From an optimization exercise on the open Yosys and OpenROAD flow, aimed at small area, a short achievable clock period and few clock cycles per item; shortcuts taken in it are not production practice. Only simulation tests tie the RTL to the original design; equivalence was not proved. No activity file was given, so power comes from the tool's default toggle rates.

==> run F <==
==> flow/design.v <==
module winnow_dec (
    input  wire        clk,
    input  wire        rst,
    input  wire        in_valid,
    output wire        in_ready,
    input  wire [7:0]  in_data,
    input  wire [6:0]  in_n,
    output wire        out_valid,
    input  wire        out_ready,
    output wire [31:0] out_data,
    output wire        out_last
);
    localparam S_HDR  = 2'd0;      
    localparam S_FLAG = 2'd1;      
    localparam S_RAW  = 2'd2;      
    localparam S_BITS = 2'd3;      
    localparam D_CODE = 1'b0;      
    localparam D_ESC  = 1'b1;      
    reg [1:0]  st;
    reg        ds;
    reg [6:0]  n;
    reg [4:0]  kk;
    reg [2:0]  lgk;                
    reg        fc;
    reg [1:0]  mode;
    reg [6:0]  cnt;                
    reg [1:0]  wc;                 
    reg        warm;               
    reg [5:0]  ar;                 
    reg [1:0]  bi;                 
    reg        irdy;               
    reg [511:0] ring;              
    reg [5:0]  s;                  
    reg [7:0]  flag_c;
    reg [31:0] fbuf;               
    reg [1:0]  c2;                 
    reg        fok;                
    reg [39:0] W;                  
    reg [5:0]  bcnt;
    reg        le32;               
    reg [7:0]  ib;                 
    reg        ibv;
    reg        rdyb;               
    reg        more;               
    reg [6:0]  lbr;                
    reg [4:0]  qacc;               
    reg        uv;
    reg [23:0] u;                  
    reg        up1, up2;           
    reg [7:0]  uflag;
    reg        ulast;
    reg        ov;
    reg [31:0] out_word;
    reg        olast;
    reg [23:0] x2;
    wire [23:0] x1 = out_word[31:8];
    assign in_ready  = irdy;
    assign out_valid = ov;
    assign out_data  = out_word;
    assign out_last  = olast;
    wire s2go    = uv && (!ov || out_ready);
    wire s1_free = !uv || s2go;
    wire [7:0] tap     = ring[32*s[5:2] +: 8];
    wire       tap_cur = (s[1:0] == 2'd0);
    wire       flag_ok = fc || fok || tap_cur;
    wire [1:0] fslot   = c2 + s[1:0];
    wire in_hdr  = (st == S_HDR);
    wire in_flag = (st == S_FLAG);
    wire in_raw  = (st == S_RAW);
    wire in_bits = (st == S_BITS);
    wire in_fire = in_valid && irdy;
    wire fetch   = in_fire && in_bits;
    wire merge   = ibv && le32;
    wire raw4    = in_fire && in_raw && (bi == 2'd3);
    wire        ones8   = &W[7:0];                   
    wire        ones4   = &W[3:0];                   
    wire [1:0]  t2      = !W[0] ? 2'd0 : !W[1] ? 2'd1 : !W[2] ? 2'd2 : 2'd3;
    wire        zero_in = !ones4 && ({4'd0, t2} < bcnt);
    wire [6:0]  bk      = {1'b0, bcnt} + {2'b11, ~kk};   
    wire        fits    = !bk[6] && ({4'd0, t2} <= bk[5:0]);   
    wire        take8   = ones8 && (qacc <= 5'd24);
    wire        take4   = ones4 && (qacc <= 5'd28);
    wire        code_st = (ds == D_CODE) && !warm;
    wire [1:0]  tsel    = code_st ? t2 : 2'd0;
    wire [5:0]  c_code  = ar + {4'd0, tsel};
    wire [25:0] wsh    = W[26:1] >> t2;
    wire [22:0] kmask  = ~(23'h7FFFFF << kk);
    wire [22:0] low    = wsh[22:0] & kmask;
    wire [24:0] k1     = 25'd1 << kk;
    wire [24:0] qaccK  = {20'd0, qacc} << kk;
    wire [24:0] u_rice = qaccK | (t2[0] ? k1 : 25'd0) | (t2[1] ? {k1[23:0], 1'b0} : 25'd0) |
                         {2'd0, low};
    reg        go;                 
    reg        emit;
    reg        wait_bits;          
    reg [1:0]  csel;               
    reg [23:0] u_n;
    reg        warm_n;
    reg        ds_n;
    reg [4:0]  qacc_n;
    always @(*) begin
        go        = 1'b0;
        emit      = 1'b0;
        wait_bits = 1'b0;
        csel      = 2'd0;
        u_n       = u_rice[24:1] ^ {24{u_rice[0]}};
        warm_n    = 1'b0;
        ds_n      = ds;
        qacc_n    = qacc;
        if (ds == D_ESC) begin
            if (bcnt >= 6'd27) begin
                go     = 1'b1;
                emit   = 1'b1;
                u_n    = W[24:1] ^ {24{W[0]}};
                ds_n   = D_CODE;
            end else
                wait_bits = 1'b1;
        end else if (warm) begin
            if (bcnt >= 6'd24) begin
                go     = 1'b1;
                emit   = 1'b1;
                u_n    = W[23:0];
                warm_n = 1'b1;
            end else
                wait_bits = 1'b1;
        end else if (take8) begin
            go     = 1'b1;
            csel   = 2'd2;
            qacc_n = qacc + 5'd8;
            ds_n   = (qacc == 5'd24) ? D_ESC : D_CODE;
        end else if (take4) begin
            go     = 1'b1;
            csel   = 2'd1;
            qacc_n = qacc + 5'd4;
            ds_n   = (qacc == 5'd28) ? D_ESC : D_CODE;
        end else if (zero_in && fits) begin
            go     = 1'b1;
            emit   = 1'b1;
            qacc_n = 5'd0;
        end else
            wait_bits = 1'b1;
        if (!in_bits || (emit && !(s1_free && flag_ok))) begin
            go     = 1'b0;
            emit   = 1'b0;
            ds_n   = ds;
            qacc_n = qacc;
        end
        if (!in_bits)
            wait_bits = 1'b0;
    end
    wire [5:0]  c = (csel == 2'd2) ? 6'd8 : (csel == 2'd1) ? 6'd4 : c_code;
    wire last_code = (cnt == 7'd0);
    wire end_bits  = emit && last_code;
    wire [39:0] W_ins  = W | (merge ? ({32'd0, ib} << bcnt) : 40'd0);
    wire [5:0]  bpos   = bcnt - ar;
    wire [39:0] W_a    = (W >> ar) | (merge ? ({32'd0, ib} << bpos) : 40'd0);
    wire [39:0] W_sh   = (csel == 2'd2) ? (W_ins >> 8) :
                         (csel == 2'd1) ? (W_ins >> 4) : (W_a >> tsel);
    wire        direct = fetch && !ibv && wait_bits;
    wire [39:0] W_dir  = {32'd0, in_data} << bcnt;
    wire [39:0] W_next = go ? W_sh : (direct ? (W_ins | W_dir) : W_ins);
    wire [5:0]  bcnt_m = bcnt + (merge ? 6'd8 : 6'd0);
    wire [5:0]  bcnt_n = go ? (bcnt_m - c) : (direct ? bcnt + 6'd8 : bcnt_m);
    wire        le32_n = direct ? (bcnt <= 6'd24) :
                         ((bcnt_m <= 6'd32) || (go && c >= bcnt_m - 6'd32));
    wire [6:0]  cnt1    = (cnt == 7'd0) ? 7'd0 : cnt - 7'd1;
    wire [10:0] rest_sh = {4'd0, cnt1} << lgk;
    wire [5:0]  rest_lb = (rest_sh[10:6] != 5'd0) ? 6'd63 : rest_sh[5:0];
    wire [6:0]  held    = {1'b0, bcnt} + (ibv ? 7'd8 : 7'd0);
    wire        lb_a0   = held < lbr;
    wire        lb_a1   = (held + 7'd8) < lbr;
    wire        more_n  = wait_bits && !ibv && !fetch;
    wire        ibv_n  = in_bits && ((fetch && !direct) || (ibv && !merge));
    wire        rdyb_n = in_bits ? (more_n || (fetch ? lb_a1 : lb_a0)) : 1'b1;
    wire        le32_x = in_bits ? le32_n : 1'b1;
    wire        uv_n   = emit || (uv && !s2go);
    wire        ov_n   = s2go || raw4 || (ov && !out_ready);
    wire [1:0]  bi_n   = (in_fire && in_raw) ? bi + 2'd1 : (in_hdr ? 2'd0 : bi);
    wire        hdr_fire = in_hdr && in_fire;
    wire [1:0]  wc_n   = hdr_fire ? ((in_data[1:0] == 2'd3) ? 2'd0 : in_data[1:0]) :
                         (emit && warm_n) ? wc - 2'd1 : wc;
    wire [4:0]  kp1_n  = (hdr_fire ? in_data[7:3] : kk) + 5'd1;
    wire        ds_x   = hdr_fire ? D_CODE : ds_n;
    wire [5:0]  ar_n   = (ds_x == D_ESC) ? 6'd27 : (wc_n != 2'd0) ? 6'd24 : {1'b0, kp1_n};
    reg  [1:0]  st_n;
    always @(*) begin
        st_n = st;
        case (st)
            S_HDR:  if (in_fire) st_n = (in_data[1:0] == 2'd3) ? S_RAW : S_FLAG;
            S_FLAG: if (in_fire && (fc || last_code)) st_n = S_BITS;
            S_RAW:  if (raw4 && last_code) st_n = S_HDR;
            default: if (end_bits) st_n = S_HDR;
        endcase
    end
    reg  [1:0]  irdy_v;
    reg         fire_v, fetch_v, raw4_v, ibv_v, rdyb_v, s0_v;
    reg  [1:0]  bi_v, st_v;
    reg         ov_v;
    integer     vv;
    always @(*) begin
        for (vv = 0; vv < 2; vv = vv + 1) begin
            fire_v  = (vv == 1) && irdy;
            fetch_v = fire_v && in_bits;
            raw4_v  = fire_v && in_raw && (bi == 2'd3);
            ibv_v   = in_bits && ((fetch_v && !(!ibv && wait_bits)) || (ibv && !merge));
            rdyb_v  = in_bits ? ((wait_bits && !ibv && !fetch_v) || (fetch_v ? lb_a1 : lb_a0)) : 1'b1;
            ov_v    = s2go || raw4_v || (ov && !out_ready);
            bi_v    = (fire_v && in_raw) ? bi + 2'd1 : (in_hdr ? 2'd0 : bi);
            s0_v    = in_hdr || (in_flag && (fire_v || s == 6'd63));
            st_v    = st;
            case (st)
                S_HDR:  if (fire_v) st_v = (in_data[1:0] == 2'd3) ? S_RAW : S_FLAG;
                S_FLAG: if (fire_v && (fc || last_code)) st_v = S_BITS;
                S_RAW:  if (raw4_v && last_code) st_v = S_HDR;
                default: if (end_bits) st_v = S_HDR;
            endcase
            case (st_v)
                S_HDR:   irdy_v[vv] = 1'b1;
                S_FLAG:  irdy_v[vv] = (in_hdr ? in_data[2] : fc) || s0_v;
                S_RAW:   irdy_v[vv] = !uv_n && (bi_v != 2'd3 || !ov_v);
                default: irdy_v[vv] = rdyb_v && (!ibv_v || le32_x);
            endcase
        end
    end
    wire irdy_n = in_valid ? irdy_v[1] : irdy_v[0];
    wire [23:0] e  = u;
    wire [23:0] pa = (x1 & {24{up1}}) | ({x1[22:0], 1'b0} & {24{up2}});
    wire [23:0] pb = ~x2 & {24{up2}};
    wire        pc = up2;
    wire [23:0] cs_s = e ^ pa ^ pb;
    wire [23:0] cs_c = (e & pa) | (e & pb) | (pa & pb);
    wire [23:0] x    = cs_s + {cs_c[22:0], pc};
    always @(posedge clk) begin
        ring <= {ring[503:0], (in_fire && in_flag) ? in_data : ring[511:504]};
    end
    always @(posedge clk) begin
        fbuf[8*fslot +: 8] <= tap;
        if (fetch && !direct)
            ib <= in_data;
        if (s2go) begin
            out_word <= {x, uflag};
            olast    <= ulast;
            x2       <= x1;
        end else if (raw4) begin
            out_word <= {in_data, u[23:0]};
            olast    <= last_code;
        end
        if (emit) begin
            u     <= u_n;
            up1   <= !warm_n && (mode == 2'd1);
            up2   <= !warm_n && (mode == 2'd2);
            uflag <= fc ? flag_c : tap_cur ? tap : fbuf[8*c2 +: 8];
            ulast <= last_code;
        end else if (in_fire && in_raw) begin
            u[8*bi +: 8] <= in_data;
        end
    end
    always @(posedge clk) begin
        if (rst) begin
            st    <= S_HDR;
            irdy  <= 1'b1;
            ds    <= D_CODE;
            n     <= 7'd1;
            kk    <= 5'd0;
            lgk   <= 3'd0;
            fc    <= 1'b0;
            mode  <= 2'd0;
            cnt   <= 7'd0;
            wc    <= 2'd0;
            warm  <= 1'b0;
            ar    <= 6'd1;
            bi    <= 2'd0;
            s     <= 6'd0;
            flag_c <= 8'd0;
            c2    <= 2'd0;
            fok   <= 1'b0;
            W     <= 40'd0;
            bcnt  <= 6'd0;
            le32  <= 1'b1;
            ibv   <= 1'b0;
            rdyb  <= 1'b0;
            lbr   <= 7'd0;
            more  <= 1'b0;
            qacc  <= 5'd0;
            uv    <= 1'b0;
            ov    <= 1'b0;
        end else begin
            st   <= st_n;
            irdy <= irdy_n;
            ov   <= ov_n;
            uv   <= uv_n;
            bi   <= bi_n;
            W    <= in_bits ? W_next : 40'd0;
            bcnt <= in_bits ? bcnt_n : 6'd0;
            le32 <= le32_x;
            ibv  <= ibv_n;
            more <= in_bits && more_n;
            rdyb <= rdyb_n;
            lbr  <= {2'd0, kk} + {1'b0, rest_lb} + 7'd1;
            ds   <= ds_n;
            wc   <= wc_n;
            warm <= (wc_n != 2'd0);
            ar   <= ar_n;
            qacc <= qacc_n;
            case (st)
                S_HDR: begin
                    s <= 6'd0;
                    if (in_fire) begin
                        n    <= in_n;
                        cnt  <= in_n - 7'd1;
                        kk   <= in_data[7:3];
                        lgk  <= (in_data[7:3] >= 5'd15) ? 3'd4 :
                                (in_data[7:3] >= 5'd7)  ? 3'd3 :
                                (in_data[7:3] >= 5'd3)  ? 3'd2 :
                                (in_data[7:3] >= 5'd1)  ? 3'd1 : 3'd0;
                        fc   <= in_data[2];
                        mode <= in_data[1:0];
                        ds   <= D_CODE;
                        qacc <= 5'd0;
                    end
                end
                S_FLAG: begin
                    c2  <= 2'd0;
                    fok <= 1'b0;
                    if (in_fire) begin
                        flag_c <= in_data;
                        cnt    <= cnt - 7'd1;
                        if (fc || last_code) begin
                            cnt <= n - 7'd1;
                            s   <= n[5:0] - 6'd1;
                        end
                    end else begin
                        s <= s + 6'd1;
                    end
                end
                S_RAW: begin
                    if (raw4)
                        cnt <= cnt - 7'd1;
                end
                default: begin  
                    s <= emit ? s : s + 6'd1;
                    if (tap_cur)
                        fok <= 1'b1;
                    if (emit)
                        c2 <= c2 + 2'd1;
                    if (emit) begin
                        cnt <= cnt - 7'd1;
                    end
                end
            endcase
        end
    end
endmodule
==> flow/flow/run.sh <==
#!/bin/bash
set -euo pipefail
sed "s/CLKGATE_MAP_FILE= /CLKGATE_MAP_FILE= SETUP_SLACK_MARGIN=6.3 'BUFFER_PORTS_ARGS=-buffer_cell sky130_fd_sc_hd__buf_2' /" standard.sh > standard_margin.sh
bash standard_margin.sh > make_flow.log 2>&1
==> flow/standard.sh <==
#!/bin/bash
# synth_recipe.tcl (not shown) runs the flow's synth.tcl, then flattens the netlist and writes it again
# the make line also repeats each setting of config.mk as NAME=value (left out here)
make -C /OpenROAD-flow-scripts/flow DESIGN_CONFIG=/design/flow/config.mk WORK_HOME=/design/flow/orfs CLKGATE_MAP_FILE= SYNTH_SCRIPT=/design/flow/synth_recipe.tcl "${@:-finish}"
==> flow/config.mk <==
export PLATFORM = sky130hd
export DESIGN_NAME = winnow_dec
export DESIGN_NICKNAME = winnow_dec
export VERILOG_FILES = /design/flow/design.v
export SDC_FILE = /design/flow/constraint.sdc
export NUM_CORES = 4
export LEC_CHECK = 0
export CAP_MARGIN = 20
export CORE_MARGIN = 2
export CORE_UTILIZATION = 40
export CTS_CLUSTER_DIAMETER = 80
export CTS_CLUSTER_SIZE = 24
export PLACE_DENSITY = 0.75
export SLEW_MARGIN = 20
export TNS_END_PERCENT = 5
==> flow/constraint.sdc <==
create_clock -name core_clock -period 10.0 [get_ports {clk}]
set_input_delay 2.0000 -clock core_clock [delete_from_list [all_inputs] [get_ports {clk}]]
set_output_delay 2.0000 -clock core_clock [all_outputs]
set_load 0.01 [all_outputs]
==> inputs of run B, as changes to run F <==
--- a/flow/design.v
+++ b/flow/design.v
@@ -74,3 +74,2 @@
     wire raw4    = in_fire && in_raw && (bi == 2'd3);
-    wire        ones8   = &W[7:0];                   
     wire        ones4   = &W[3:0];                   
@@ -80,4 +79,2 @@
     wire        fits    = !bk[6] && ({4'd0, t2} <= bk[5:0]);   
-    wire        take8   = ones8 && (qacc <= 5'd24);
-    wire        take4   = ones4 && (qacc <= 5'd28);
     wire        code_st = (ds == D_CODE) && !warm;
@@ -95,3 +92,3 @@
     reg        wait_bits;          
-    reg [1:0]  csel;               
+    reg        ones;               
     reg [23:0] u_n;
@@ -104,3 +101,3 @@
         wait_bits = 1'b0;
-        csel      = 2'd0;
+        ones      = 1'b0;
         u_n       = u_rice[24:1] ^ {24{u_rice[0]}};
@@ -125,10 +122,5 @@
                 wait_bits = 1'b1;
-        end else if (take8) begin
+        end else if (ones4) begin
             go     = 1'b1;
-            csel   = 2'd2;
-            qacc_n = qacc + 5'd8;
-            ds_n   = (qacc == 5'd24) ? D_ESC : D_CODE;
-        end else if (take4) begin
-            go     = 1'b1;
-            csel   = 2'd1;
+            ones   = 1'b1;
             qacc_n = qacc + 5'd4;
@@ -150,3 +142,3 @@
     end
-    wire [5:0]  c = (csel == 2'd2) ? 6'd8 : (csel == 2'd1) ? 6'd4 : c_code;
+    wire [5:0]  c = ones ? 6'd4 : c_code;
     wire last_code = (cnt == 7'd0);
@@ -156,11 +148,7 @@
     wire [39:0] W_a    = (W >> ar) | (merge ? ({32'd0, ib} << bpos) : 40'd0);
-    wire [39:0] W_sh   = (csel == 2'd2) ? (W_ins >> 8) :
-                         (csel == 2'd1) ? (W_ins >> 4) : (W_a >> tsel);
-    wire        direct = fetch && !ibv && wait_bits;
-    wire [39:0] W_dir  = {32'd0, in_data} << bcnt;
-    wire [39:0] W_next = go ? W_sh : (direct ? (W_ins | W_dir) : W_ins);
+    wire [39:0] W_sh   = ones ? (W_ins >> 4) : (W_a >> tsel);
+    wire [39:0] W_next = go ? W_sh : W_ins;
     wire [5:0]  bcnt_m = bcnt + (merge ? 6'd8 : 6'd0);
-    wire [5:0]  bcnt_n = go ? (bcnt_m - c) : (direct ? bcnt + 6'd8 : bcnt_m);
-    wire        le32_n = direct ? (bcnt <= 6'd24) :
-                         ((bcnt_m <= 6'd32) || (go && c >= bcnt_m - 6'd32));
+    wire [5:0]  bcnt_n = go ? (bcnt_m - c) : bcnt_m;
+    wire        le32_n = (bcnt_m <= 6'd32) || (go && c >= bcnt_m - 6'd32);
     wire [6:0]  cnt1    = (cnt == 7'd0) ? 7'd0 : cnt - 7'd1;
@@ -172,3 +160,3 @@
     wire        more_n  = wait_bits && !ibv && !fetch;
-    wire        ibv_n  = in_bits && ((fetch && !direct) || (ibv && !merge));
+    wire        ibv_n  = in_bits && (fetch || (ibv && !merge));
     wire        rdyb_n = in_bits ? (more_n || (fetch ? lb_a1 : lb_a0)) : 1'b1;
@@ -204,3 +192,3 @@
             raw4_v  = fire_v && in_raw && (bi == 2'd3);
-            ibv_v   = in_bits && ((fetch_v && !(!ibv && wait_bits)) || (ibv && !merge));
+            ibv_v   = in_bits && (fetch_v || (ibv && !merge));
             rdyb_v  = in_bits ? ((wait_bits && !ibv && !fetch_v) || (fetch_v ? lb_a1 : lb_a0)) : 1'b1;
@@ -237,3 +225,3 @@
         fbuf[8*fslot +: 8] <= tap;
-        if (fetch && !direct)
+        if (fetch)
             ib <= in_data;
==> flow/flow/run.sh (replaced) <==
#!/bin/bash
set -euo pipefail
sed "s/CLKGATE_MAP_FILE= /CLKGATE_MAP_FILE= SETUP_SLACK_MARGIN=6.5 'BUFFER_PORTS_ARGS=-buffer_cell sky130_fd_sc_hd__buf_2' /" standard.sh > standard_margin.sh
bash standard_margin.sh > make_flow.log 2>&1
- PLACE_DENSITY: 0.75 -> unset
==> qor summary <==
	run B	run F
Run status	finished clean	finished clean
GR Util met3	3.54%	3.20%
Power in the clock group	1.94 mW	1.91 mW
Number of placement rows	105	107
Distinct cells, synth	107	98
Met1 Usage GRT	30.7%	31.7%
Area of the core	81800 um^2	85400 um^2
Area enclosed by the die boundary	84600 um^2	88800 um^2
Tap cells	1070	1144
DR WL met3	7.59 mm	8.58 mm
Reg-to-reg critical path endpoint	W[6]$_SDFF_PP0_	W[1]$_SDFF_PP0_
Headroom to the max-slew limit	30.7%	25.0%
Number of antenna violations at the first check in global routing	7	2
Combinational-cell power consumption	1.19 mW	1.24 mW
Die Y	291 um	298 um
Reg2Reg Launch Point	bcnt[0]$_SDFFE_PP0N_	ar[0]$_SDFF_PP1_
Post-CTS sizing	142	134
Launching instance or port of the critical path	bcnt[0]$_SDFFE_PP0N_	in_valid
Worst Setup Path Type	reg2reg	in2reg
Synthesized Nets	3339	3574
Number of CTS-inserted buffers	45	43
Testbench counts of run F, summed over its fixed seeds: cycles 35,752, blocks 320.
Testbench counts of run B, summed over its fixed seeds: cycles 36,056, blocks 320.

[what the ideal ports hide]
How much do the figures lean on ideal ports? The routed layouts below were timed once more, with nothing changed but the port constraints. Step 1: set_driving_cell puts a clkbuf_16 on clk and a buf_2 on each other input, an assumption about the parent block. Step 2 also shifts input and output timing later by t, the mid clock arrival at the registers, as if the neighbouring blocks saw the same clock. a / b / c = ideal ports / drivers / drivers and shift; a / b = the first two.
| run | t, ns | slack for setup (ns) | worst setup path after step 2 | worst slew at a driven data input, ns |
|---|---|---|---|---|
| run F | 0.677 | 6.247 / 6.244 / 5.567 | input to register | 0.06 |
| run B | 0.672 | 6.235 / 6.235 / 5.570 | input to register | 0.12 |
After both steps setup and hold are still met in every run listed. The setup slack of run F, which loses most, moves by -0.003 ns with the drivers and by -0.680 ns with both steps.
